Source: an optimization exercise on an open RTL-to-GDS flow (aim: small area, a short achievable clock period and few clock cycles). Production flows keep margins and buffers that such runs may drop.

==> inputs of run a <==
==> flow/design.v <==
module gz_sbox (
    input  wire [7:0] a,
    output wire [7:0] y
);
    wire U0 = a[7], U1 = a[6], U2 = a[5], U3 = a[4],
         U4 = a[3], U5 = a[2], U6 = a[1], U7 = a[0];
    wire T4, T1, T2, T3, T13, X5, T6, T8, X8, T10, T9, T20, T22, T19, X14, T27, T16, T25, T17, T15, T26, X21, T24, T14, X24, T23, M1, M2, M3, M4, M5, M6, M7, M8, M9, M10, M11, M12, M13, M14, M15, M16, M17, M18, M19, M20, M21, M22, M23, M24, M25, M26, M27, M28, M29, M30, M31, M32, M33, M34, M35, M36, M37, M38, M39, M40, M41, M42, M43, M44, M45, M46, M47, M48, M49, M50, M51, M52, M53, M54, M55, M56, M57, M58, M59, M60, M61, M62, M63, N0, N1, N2, N3, N4, N5, N6, N7, N8, N9, N10, N11, N12, N13, N14, N15, N16, N17, N18, N19, N20, N21, N22, N23, N24, N25, N26, N27, N28, N29, N30, N31, N32, S0, S1, S2, S3, S4, S5, S6, S7;
    assign T4 = U3 ^ U5;
    assign T1 = U3 ^ U0;
    assign T2 = T4 ^ T1;
    assign T3 = U6 ^ U0;
    assign T13 = T4 ^ T3;
    assign X5 = U6 ^ U4;
    assign T6 = T1 ^ X5;
    assign T8 = U7 ^ T6;
    assign X8 = U2 ^ U1;
    assign T10 = T6 ^ X8;
    assign T9 = X8 ^ U7;
    assign T20 = U0 ^ T9;
    assign T22 = T9 ^ U6;
    assign T19 = U3 ^ T9;
    assign X14 = U5 ^ U2;
    assign T27 = X14 ^ T1;
    assign T16 = X5 ^ X14;
    assign T25 = U0 ^ T16;
    assign T17 = T9 ^ T16;
    assign T15 = X8 ^ T16;
    assign T26 = T3 ^ T16;
    assign X21 = X5 ^ X8;
    assign T24 = T4 ^ X21;
    assign T14 = T27 ^ X21;
    assign X24 = U5 ^ T3;
    assign T23 = X24 ^ T9;
    assign M1 = T13 & T6;
    assign M2 = T23 & T8;
    assign M3 = T14 ^ M1;
    assign M4 = T19 & U7;
    assign M5 = M4 ^ M1;
    assign M6 = T3 & T16;
    assign M7 = T22 & T9;
    assign M8 = T26 ^ M6;
    assign M9 = T20 & T17;
    assign M10 = M9 ^ M6;
    assign M11 = T1 & T15;
    assign M12 = T4 & T27;
    assign M13 = M12 ^ M11;
    assign M14 = T2 & T10;
    assign M15 = M14 ^ M11;
    assign M16 = M3 ^ M2;
    assign M17 = M5 ^ T24;
    assign M18 = M8 ^ M7;
    assign M19 = M10 ^ M15;
    assign M20 = M16 ^ M13;
    assign M21 = M17 ^ M15;
    assign M22 = M18 ^ M13;
    assign M23 = M19 ^ T25;
    assign M24 = M22 ^ M23;
    assign M25 = M22 & M20;
    assign M26 = M21 ^ M25;
    assign M27 = M20 ^ M21;
    assign M28 = M23 ^ M25;
    assign M29 = M28 & M27;
    assign M30 = M26 & M24;
    assign M31 = M20 & M23;
    assign M32 = M27 & M31;
    assign M33 = M27 ^ M25;
    assign M34 = M21 & M22;
    assign M35 = M24 & M34;
    assign M36 = M24 ^ M25;
    assign M37 = M21 ^ M29;
    assign M38 = M32 ^ M33;
    assign M39 = M23 ^ M30;
    assign M40 = M35 ^ M36;
    assign M41 = M38 ^ M40;
    assign M42 = M37 ^ M39;
    assign M43 = M37 ^ M38;
    assign M44 = M39 ^ M40;
    assign M45 = M42 ^ M41;
    assign M46 = M44 & T6;
    assign M47 = M40 & T8;
    assign M48 = M39 & U7;
    assign M49 = M43 & T16;
    assign M50 = M38 & T9;
    assign M51 = M37 & T17;
    assign M52 = M42 & T15;
    assign M53 = M45 & T27;
    assign M54 = M41 & T10;
    assign M55 = M44 & T13;
    assign M56 = M40 & T23;
    assign M57 = M39 & T19;
    assign M58 = M43 & T3;
    assign M59 = M38 & T22;
    assign M60 = M37 & T20;
    assign M61 = M42 & T1;
    assign M62 = M45 & T4;
    assign M63 = M41 & T2;
    assign N0 = M61 ^ M62;
    assign N1 = M56 ^ N0;
    assign N2 = M55 ^ N1;
    assign N3 = M49 ^ M50;
    assign N4 = M54 ^ M58;
    assign N5 = M46 ^ M48;
    assign N6 = M52 ^ M53;
    assign N7 = M46 ^ M47;
    assign N8 = M50 ^ M51;
    assign N9 = N5 ^ N8;
    assign N10 = M59 ^ N0;
    assign N11 = M53 ^ N4;
    assign N12 = M60 ^ N5;
    assign N13 = N11 ^ N12;
    assign N14 = N6 ^ N7;
    assign N15 = N14 ^ N2;
    assign N16 = N3 ^ N6;
    assign N17 = N16 ^ N2;
    assign N18 = N3 ^ N7;
    assign N19 = N2 ^ N18;
    assign N20 = N8 ^ N11;
    assign N21 = N20 ^ N10;
    assign N22 = N7 ^ N9;
    assign N23 = N22 ^ N2;
    assign N24 = M61 ^ M63;
    assign N25 = N6 ^ N24;
    assign N26 = N13 ^ N25;
    assign N27 = M58 ^ N3;
    assign N28 = N9 ^ N27;
    assign N29 = N28 ^ N10;
    assign N30 = M57 ^ N3;
    assign N31 = N1 ^ N30;
    assign N32 = N13 ^ N31;
    assign S0 = N17;
    assign S1 = ~N15;
    assign S2 = ~N26;
    assign S3 = N19;
    assign S4 = N23;
    assign S5 = N32;
    assign S6 = ~N21;
    assign S7 = ~N29;
    assign y = {S0, S1, S2, S3, S4, S5, S6, S7};
endmodule
module gz_cmac (
    input  wire         clk,
    input  wire         rst,         
    input  wire         start,       
    input  wire [127:0] key,         
    output wire         idle,
    input  wire         in_valid,
    output wire         in_ready,
    input  wire [127:0] in_data,     
    input  wire         in_last,
    input  wire [4:0]   in_bytes,    
    output reg          tag_valid,
    output wire [127:0] tag
);
    localparam [2:0] S_IDLE  = 3'd0,     
                     S_KEY   = 3'd1,     
                     S_SUBK  = 3'd2,     
                     S_LOAD  = 3'd3,     
                     S_WAITF = 3'd4,     
                     S_WAITC = 3'd5,     
                     S_ENC   = 3'd6;     
    reg [2:0]   state;
    reg [127:0] ckey;        
    reg [127:0] subl;        
    reg         lval;
    reg [127:0] st;          
    reg [127:0] rk;          
    reg [3:0]   rnd;         
    reg         last_q;      
    reg         rdy;         
    reg         ks_new;      
    wire r10     = (rnd == 4'd10);
    wire rounds  = (state == S_SUBK) || (state == S_ENC);
    wire s_key   = (state == S_KEY);
    wire s_waitc = (state == S_WAITC);
    assign idle     = (state == S_IDLE);
    assign in_ready = rdy;
    wire take = in_valid && rdy;
    wire [127:0] k1 = {subl[126:0], 1'b0} ^ (subl[127] ? 128'h87 : 128'h0);
    wire [127:0] k2 = {k1[126:0], 1'b0} ^ (k1[127] ? 128'h87 : 128'h0);
    reg [127:0] pad_mask;    
    reg [127:0] pad_bit;     
    integer b;
    always @(*) begin
        for (b = 0; b < 16; b = b + 1) begin
            pad_mask[127 - 8*b -: 8] = (b < in_bytes) ? 8'hff : 8'h00;
            pad_bit [127 - 8*b -: 8] = (b == in_bytes) ? 8'h80 : 8'h00;
        end
    end
    wire         lf   = take && in_last && (in_bytes == 5'd16);
    wire         lp   = take && in_last && (in_bytes != 5'd16);
    wire [127:0] keep = {128{take}} & (in_last ? pad_mask : {128{1'b1}});
    wire [127:0] pbit = {128{take && in_last}} & pad_bit;
    wire [127:0] kx   = ({128{lf}} & k1) | ({128{lp}} & k2);
    reg [7:0] rcon;
    always @(*) begin
        case (ks_new ? 4'd0 : rnd)
            4'd0:  rcon = 8'h01;
            4'd1:  rcon = 8'h02;
            4'd2:  rcon = 8'h04;
            4'd3:  rcon = 8'h08;
            4'd4:  rcon = 8'h10;
            4'd5:  rcon = 8'h20;
            4'd6:  rcon = 8'h40;
            4'd7:  rcon = 8'h80;
            4'd8:  rcon = 8'h1b;
            4'd9:  rcon = 8'h36;
            default: rcon = 8'h00;
        endcase
    end
    wire [127:0] ks_in = ks_new ? ckey : rk;
    wire [31:0] w0 = ks_in[127:96];
    wire [31:0] w1 = ks_in[95:64];
    wire [31:0] w2 = ks_in[63:32];
    wire [31:0] w3 = ks_in[31:0];
    wire [31:0] sw;
    gz_sbox ks0 (.a(w3[23:16]), .y(sw[31:24]));
    gz_sbox ks1 (.a(w3[15:8]),  .y(sw[23:16]));
    gz_sbox ks2 (.a(w3[7:0]),   .y(sw[15:8]));
    gz_sbox ks3 (.a(w3[31:24]), .y(sw[7:0]));
    wire [31:0] n0 = w0 ^ sw ^ {rcon, 24'h0};
    wire [31:0] n1 = w1 ^ n0;
    wire [31:0] n2 = w2 ^ n1;
    wire [31:0] n3 = w3 ^ n2;
    wire [127:0] rk_next = {n0, n1, n2, n3};
    wire [127:0] addk_k = (rounds ? rk : 128'h0) ^
                          ((take || s_key) ? ckey : 128'h0) ^
                          (s_waitc ? st : 128'h0);
    wire [127:0] addk   = (addk_k ^ kx) ^ ((in_data & keep) ^ pbit);
    wire sel_mc = rounds && !r10;
    wire [127:0] sb;
    genvar g;
    generate
        for (g = 0; g < 16; g = g + 1) begin : g_sb
            gz_sbox u_sb (.a(st[8*g+7 -: 8]), .y(sb[8*g+7 -: 8]));
        end
    endgenerate
    wire [127:0] sr;
    generate
        for (g = 0; g < 16; g = g + 1) begin : g_sr
            assign sr[127 - 8*g -: 8] = sb[127 - 8*((((g/4) + (g%4)) % 4)*4 + (g%4)) -: 8];
        end
    endgenerate
    function [7:0] xtime;
        input [7:0] v;
        xtime = {v[6:0], 1'b0} ^ (v[7] ? 8'h1b : 8'h00);
    endfunction
    wire [127:0] ag = sr & {128{rounds}};
    wire [127:0] mg = sr & {128{sel_mc}};
    wire [127:0] st_next;
    generate
        for (g = 0; g < 4; g = g + 1) begin : g_mc
            wire [7:0] a0 = mg[127 - 32*g      -: 8];
            wire [7:0] a1 = mg[127 - 32*g -  8 -: 8];
            wire [7:0] a2 = mg[127 - 32*g - 16 -: 8];
            wire [7:0] a3 = mg[127 - 32*g - 24 -: 8];
            wire [7:0] p01 = a0 ^ a1;
            wire [7:0] p12 = a1 ^ a2;
            wire [7:0] p23 = a2 ^ a3;
            wire [7:0] p30 = a3 ^ a0;
            wire [7:0] t   = p01 ^ p23;
            wire [31:0] d  = {t ^ xtime(p01), t ^ xtime(p12),
                              t ^ xtime(p23), t ^ xtime(p30)};
            assign st_next[127 - 32*g -: 32] =
                (ag[127 - 32*g -: 32] ^ addk[127 - 32*g -: 32]) ^ d;
        end
    endgenerate
    always @(posedge clk) begin
        st <= st_next;
        rk <= rk_next;
        if (idle && start)
            ckey <= key;
        if (state == S_LOAD)
            subl <= st;
    end
    assign tag = tag_valid ? st : 128'h0;
    reg [2:0] state_d;
    reg [3:0] rnd_d;
    reg       lval_d;
    reg       last_d;
    always @(*) begin
        state_d = state;
        rnd_d   = rnd;
        lval_d  = lval;
        last_d  = take ? in_last : last_q;
        if (sel_mc)
            rnd_d = rnd + 4'd1;
        if (take)
            rnd_d = 4'd1;
        case (state)
            S_IDLE: begin
                if (start) begin
                    lval_d  = lval && (key == ckey);
                    state_d = (lval && (key == ckey)) ? S_WAITF : S_KEY;
                end
            end
            S_KEY: begin
                rnd_d   = 4'd1;
                state_d = S_SUBK;
            end
            S_SUBK: begin
                if (r10)
                    state_d = S_LOAD;
            end
            S_LOAD: begin
                lval_d  = 1'b1;
                state_d = S_WAITF;
            end
            S_WAITF, S_WAITC: begin
                if (in_valid)
                    state_d = S_ENC;
            end
            S_ENC: begin
                if (r10 && !take)
                    state_d = last_q ? S_IDLE : S_WAITC;
            end
            default: state_d = S_IDLE;
        endcase
    end
    always @(posedge clk) begin
        if (rst) begin
            state     <= S_IDLE;
            lval      <= 1'b0;
            rnd       <= 4'd0;
            last_q    <= 1'b0;
            tag_valid <= 1'b0;
            ks_new    <= 1'b0;
            rdy       <= 1'b0;
        end else begin
            state     <= state_d;
            lval      <= lval_d;
            rnd       <= rnd_d;
            last_q    <= last_d;
            tag_valid <= (state == S_ENC) && r10 && last_q;
            ks_new    <= (state_d != S_SUBK && state_d != S_ENC) ||
                         (rnd_d == 4'd10);
            rdy       <= (state_d == S_WAITF) || (state_d == S_WAITC) ||
                         (state_d == S_ENC && rnd_d == 4'd10 && !last_d);
        end
    end
endmodule
==> flow/flow/run.sh <==
#!/bin/bash
# Own flow: the standard layout (standard.sh), except that synthesis maps
# the logic with an area-oriented ABC script (flow/abc_map.script) instead of
# ORFS's delay script, which restructures the XOR networks of the S-boxes
# into much larger logic; 3-input XOR cells are left out of the mapping
# (two 2-input ones are smaller). Everything else, registers included, is the
# standard synthesis; placement, CTS and routing are standard.sh's, with
# plain buffers on the ports.
set -euo pipefail
W=$PWD
ABC_SCRIPT=$W/flow/abc_map.script
cat > $W/own_synth.tcl <<EOS
proc abc {args} {
  set i [lsearch \$args -script]
  if {\$i >= 0} { lset args [expr {\$i + 1}] $ABC_SCRIPT }
  foreach c {xor3_1 xor3_2 xor3_4 xnor3_1 xnor3_2 xnor3_4} {
    lappend args -dont_use sky130_fd_sc_hd__\$c
  }
  yosys abc {*}\$args
}
source $W/synth_recipe.tcl
EOS
sed "s|$W/synth_recipe.tcl|$W/own_synth.tcl|g" $W/standard.sh > $W/own_standard.sh
grep -q own_synth.tcl $W/own_standard.sh
bash $W/own_standard.sh synth > $W/synth.log 2>&1
# The ports' buffers are the platform's plain buf_1 instead of the buffer
# buffer_ports picks on its own (clkdlybuf4s50_1, a slow delay cell).
bash $W/own_standard.sh "BUFFER_PORTS_ARGS=-buffer_cell sky130_fd_sc_hd__buf_1" finish > $W/layout.log 2>&1
==> flow/flow/abc_map.script <==
&get -n
&st
&dch -f
&nf -R 1000
&put
==> flow/standard.sh <==
#!/bin/bash
# synth_recipe.tcl (not shown) runs the flow's synth.tcl, then flattens the netlist and writes it again
# the make line also repeats each setting of config.mk as NAME=value (left out here)
make -C /OpenROAD-flow-scripts/flow DESIGN_CONFIG=/design/flow/config.mk WORK_HOME=/design/flow/orfs CLKGATE_MAP_FILE= SYNTH_SCRIPT=/design/flow/synth_recipe.tcl "${@:-finish}"
==> flow/config.mk <==
export PLATFORM = sky130hd
export DESIGN_NAME = gz_cmac
export DESIGN_NICKNAME = gz_cmac
export VERILOG_FILES = /design/flow/design.v
export SDC_FILE = /design/flow/constraint.sdc
export NUM_CORES = 8
export LEC_CHECK = 0
export CAP_MARGIN = 20
export CORE_MARGIN = 2
export CORE_UTILIZATION = 45
export PLACE_DENSITY = 0.6
export SETUP_SLACK_MARGIN = 4
export SLEW_MARGIN = 20
==> flow/constraint.sdc <==
create_clock -name core_clock -period 10.0 [get_ports {clk}]
set_input_delay 2.0000 -clock core_clock [delete_from_list [all_inputs] [get_ports {clk}]]
set_output_delay 2.0000 -clock core_clock [all_outputs]
set_load 0.01 [all_outputs]
==> run b: changes against run a <==
==> flow/design.v, changed modules only <==
module gz_sbox (
    input  wire [7:0] a,
    output wire [7:0] y
);
    wire U0 = a[7], U1 = a[6], U2 = a[5], U3 = a[4],
         U4 = a[3], U5 = a[2], U6 = a[1], U7 = a[0];
    wire T1, T2, T3, T4, T5, T6, T7, T8, T9, T10, T11, T12, T13, T14, T15, T16, T17, T18, T19, T20, T21, T22, T23, T24, T25, T26, T27, M1, M2, M3, M4, M5, M6, M7, M8, M9, M10, M11, M12, M13, M14, M15, M16, M17, M18, M19, M20, M21, M22, M23, M46, M47, M48, M49, M50, M51, M52, M53, M54, M55, M56, M57, M58, M59, M60, M61, M62, M63, N0, N1, N2, N3, N4, N5, N6, N7, N8, N9, N10, N11, N12, N13, N14, N15, N16, N17, N18, N19, N20, N21, N22, N23, N24, N25, N26, N27, N28, N29, N30, N31, N32, S0, S1, S2, S3, S4, S5, S6, S7, M37, M38, M39, M40, M41, M42, M43, M44, M45;
    assign T1 = U0 ^ U3;
    assign T2 = U0 ^ U5;
    assign T3 = U0 ^ U6;
    assign T4 = U3 ^ U5;
    assign T5 = U4 ^ U6;
    assign T6 = T1 ^ T5;
    assign T7 = U1 ^ U2;
    assign T8 = U7 ^ T6;
    assign T9 = U7 ^ T7;
    assign T10 = T6 ^ T7;
    assign T11 = U1 ^ U5;
    assign T12 = U2 ^ U5;
    assign T13 = T3 ^ T4;
    assign T14 = T6 ^ T11;
    assign T15 = T5 ^ T11;
    assign T16 = T5 ^ T12;
    assign T17 = T9 ^ T16;
    assign T18 = U3 ^ U7;
    assign T19 = T7 ^ T18;
    assign T20 = T1 ^ T19;
    assign T21 = U6 ^ U7;
    assign T22 = T7 ^ T21;
    assign T23 = T2 ^ T22;
    assign T24 = T2 ^ T10;
    assign T25 = T20 ^ T17;
    assign T26 = T3 ^ T16;
    assign T27 = T1 ^ T12;
    assign M1 = T13 & T6;
    assign M2 = T23 & T8;
    assign M3 = T14 ^ M1;
    assign M4 = T19 & U7;
    assign M5 = M4 ^ M1;
    assign M6 = T3 & T16;
    assign M7 = T22 & T9;
    assign M8 = T26 ^ M6;
    assign M9 = T20 & T17;
    assign M10 = M9 ^ M6;
    assign M11 = T1 & T15;
    assign M12 = T4 & T27;
    assign M13 = M12 ^ M11;
    assign M14 = T2 & T10;
    assign M15 = M14 ^ M11;
    assign M16 = M3 ^ M2;
    assign M17 = M5 ^ T24;
    assign M18 = M8 ^ M7;
    assign M19 = M10 ^ M15;
    assign M20 = M16 ^ M13;
    assign M21 = M17 ^ M15;
    assign M22 = M18 ^ M13;
    assign M23 = M19 ^ T25;
    assign M46 = M44 & T6;
    assign M47 = M40 & T8;
    assign M48 = M39 & U7;
    assign M49 = M43 & T16;
    assign M50 = M38 & T9;
    assign M51 = M37 & T17;
    assign M52 = M42 & T15;
    assign M53 = M45 & T27;
    assign M54 = M41 & T10;
    assign M55 = M44 & T13;
    assign M56 = M40 & T23;
    assign M57 = M39 & T19;
    assign M58 = M43 & T3;
    assign M59 = M38 & T22;
    assign M60 = M37 & T20;
    assign M61 = M42 & T1;
    assign M62 = M45 & T4;
    assign M63 = M41 & T2;
    assign N0 = M61 ^ M62;
    assign N1 = M56 ^ N0;
    assign N2 = M55 ^ N1;
    assign N3 = M49 ^ M50;
    assign N4 = M54 ^ M58;
    assign N5 = M46 ^ M48;
    assign N6 = M52 ^ M53;
    assign N7 = M46 ^ M47;
    assign N8 = M50 ^ M51;
    assign N9 = N5 ^ N8;
    assign N10 = M59 ^ N0;
    assign N11 = M53 ^ N4;
    assign N12 = M60 ^ N5;
    assign N13 = N11 ^ N12;
    assign N14 = N6 ^ N7;
    assign N15 = N14 ^ N2;
    assign N16 = N3 ^ N6;
    assign N17 = N16 ^ N2;
    assign N18 = N3 ^ N7;
    assign N19 = N2 ^ N18;
    assign N20 = N8 ^ N11;
    assign N21 = N20 ^ N10;
    assign N22 = N7 ^ N9;
    assign N23 = N22 ^ N2;
    assign N24 = M61 ^ M63;
    assign N25 = N6 ^ N24;
    assign N26 = N13 ^ N25;
    assign N27 = M58 ^ N3;
    assign N28 = N9 ^ N27;
    assign N29 = N28 ^ N10;
    assign N30 = M57 ^ N3;
    assign N31 = N1 ^ N30;
    assign N32 = N13 ^ N31;
    assign S0 = N17;
    assign S1 = ~N15;
    assign S2 = ~N26;
    assign S3 = N19;
    assign S4 = N23;
    assign S5 = N32;
    assign S6 = ~N21;
    assign S7 = ~N29;
    reg [8:0] inv;
    always @(*) begin
        case ({M20, M21, M22, M23})
            4'd0: inv = 9'b000000000;
            4'd1: inv = 9'b001111000;
            4'd2: inv = 9'b000110011;
            4'd3: inv = 9'b001001011;
            4'd4: inv = 9'b110011000;
            4'd5: inv = 9'b010100110;
            4'd6: inv = 9'b111010011;
            4'd7: inv = 9'b011011110;
            4'd8: inv = 9'b010010101;
            4'd9: inv = 9'b101110101;
            4'd10: inv = 9'b101000110;
            4'd11: inv = 9'b011101101;
            4'd12: inv = 9'b100001101;
            4'd13: inv = 9'b100111110;
            4'd14: inv = 9'b110101011;
            4'd15: inv = 9'b111100000;
        endcase
    end
    assign {M37, M38, M39, M40, M41, M42, M43, M44, M45} = inv;
    assign y = {S0, S1, S2, S3, S4, S5, S6, S7};
endmodule
--- a/flow/flow/run.sh
+++ b/flow/flow/run.sh
@@ -3,6 +3,5 @@
 # the logic with an area-oriented ABC script (flow/abc_map.script) instead of
 # ORFS's delay script, which restructures the XOR networks of the S-boxes
-# into much larger logic; 3-input XOR cells are left out of the mapping
-# (two 2-input ones are smaller). Everything else, registers included, is the
+# into much larger logic. Everything else, registers included, is the
 # standard synthesis; placement, CTS and routing are standard.sh's, with
 # plain buffers on the ports.
--- a/flow/config.mk
+++ b/flow/config.mk
@@ -8,6 +8,6 @@
 export CAP_MARGIN = 20
 export CORE_MARGIN = 2
-export CORE_UTILIZATION = 45
-export PLACE_DENSITY = 0.6
+export CORE_UTILIZATION = 40
+export PLACE_DENSITY = 0.55
 export SETUP_SLACK_MARGIN = 4
 export SLEW_MARGIN = 20
==> qor summary <==
quantity	run a	run b
Outcome	timing/DRC/antenna clean	timing/DRC/antenna clean
GPL Wtd Cong	1.00	0.966
GRT met2 Usage	0.511	0.483
Max stage delay on crit path	0.58 ns	0.65 ns
Post-synth top area share	0.344	0.298
Detailed router's first-iteration violation count	4184	4656
Post-Syn Area per Cell	8.93 um2	8.90 um2
Multi-input gate area	40400 um2	42500 um2
Effective utilization at floorplan	0.452	0.402
Horiz. Die Dim	331 um	361 um
Signal arrival time at the worst endpoint	6.40 ns	6.49 ns
CTS resizes	363	385
Largest net degree at the start of global routing	99	70
Placement Rows	120	131
Number of unique standard cell types used by synthesis	46	50
Rel. slew slack	0.207	0.231
Slowest stage cell, crit path	dfxtp_2	xnor2_1
Worst path most repeated cell	xnor2_1	xor2_1
No functional check of the RTL was part of any run of this note.

==> port drivers added, routing unchanged <==
The flow's constraints put no driver on any port. The routed layouts listed below were extracted and timed again, unchanged, in two steps. Step 1: set_driving_cell puts a clkbuf_16 on clk and a buf_2 on each other input, an assumption about the parent block. Step 2 times the ports against the registers' clock, not the clock port: input delays grow and output delays shrink by t, the midpoint of the rising clock arrivals with the driver on. Slacks: no drivers / after step 1 / after step 2; pairs: no drivers / after step 1.
run	shift t [ns]	setup slack, ns	worst hold slack (ns)
run a	0.719	4.125 / 4.125 / 3.635	0.466 / 0.466 / 0.466
run b	0.720	4.087 / 4.087 / 3.568	0.466 / 0.466 / 0.466
After both steps setup and hold are still met in every run listed. The setup slack of run b, which loses most, moves by 0.000 ns with the drivers and by -0.519 ns with both steps.
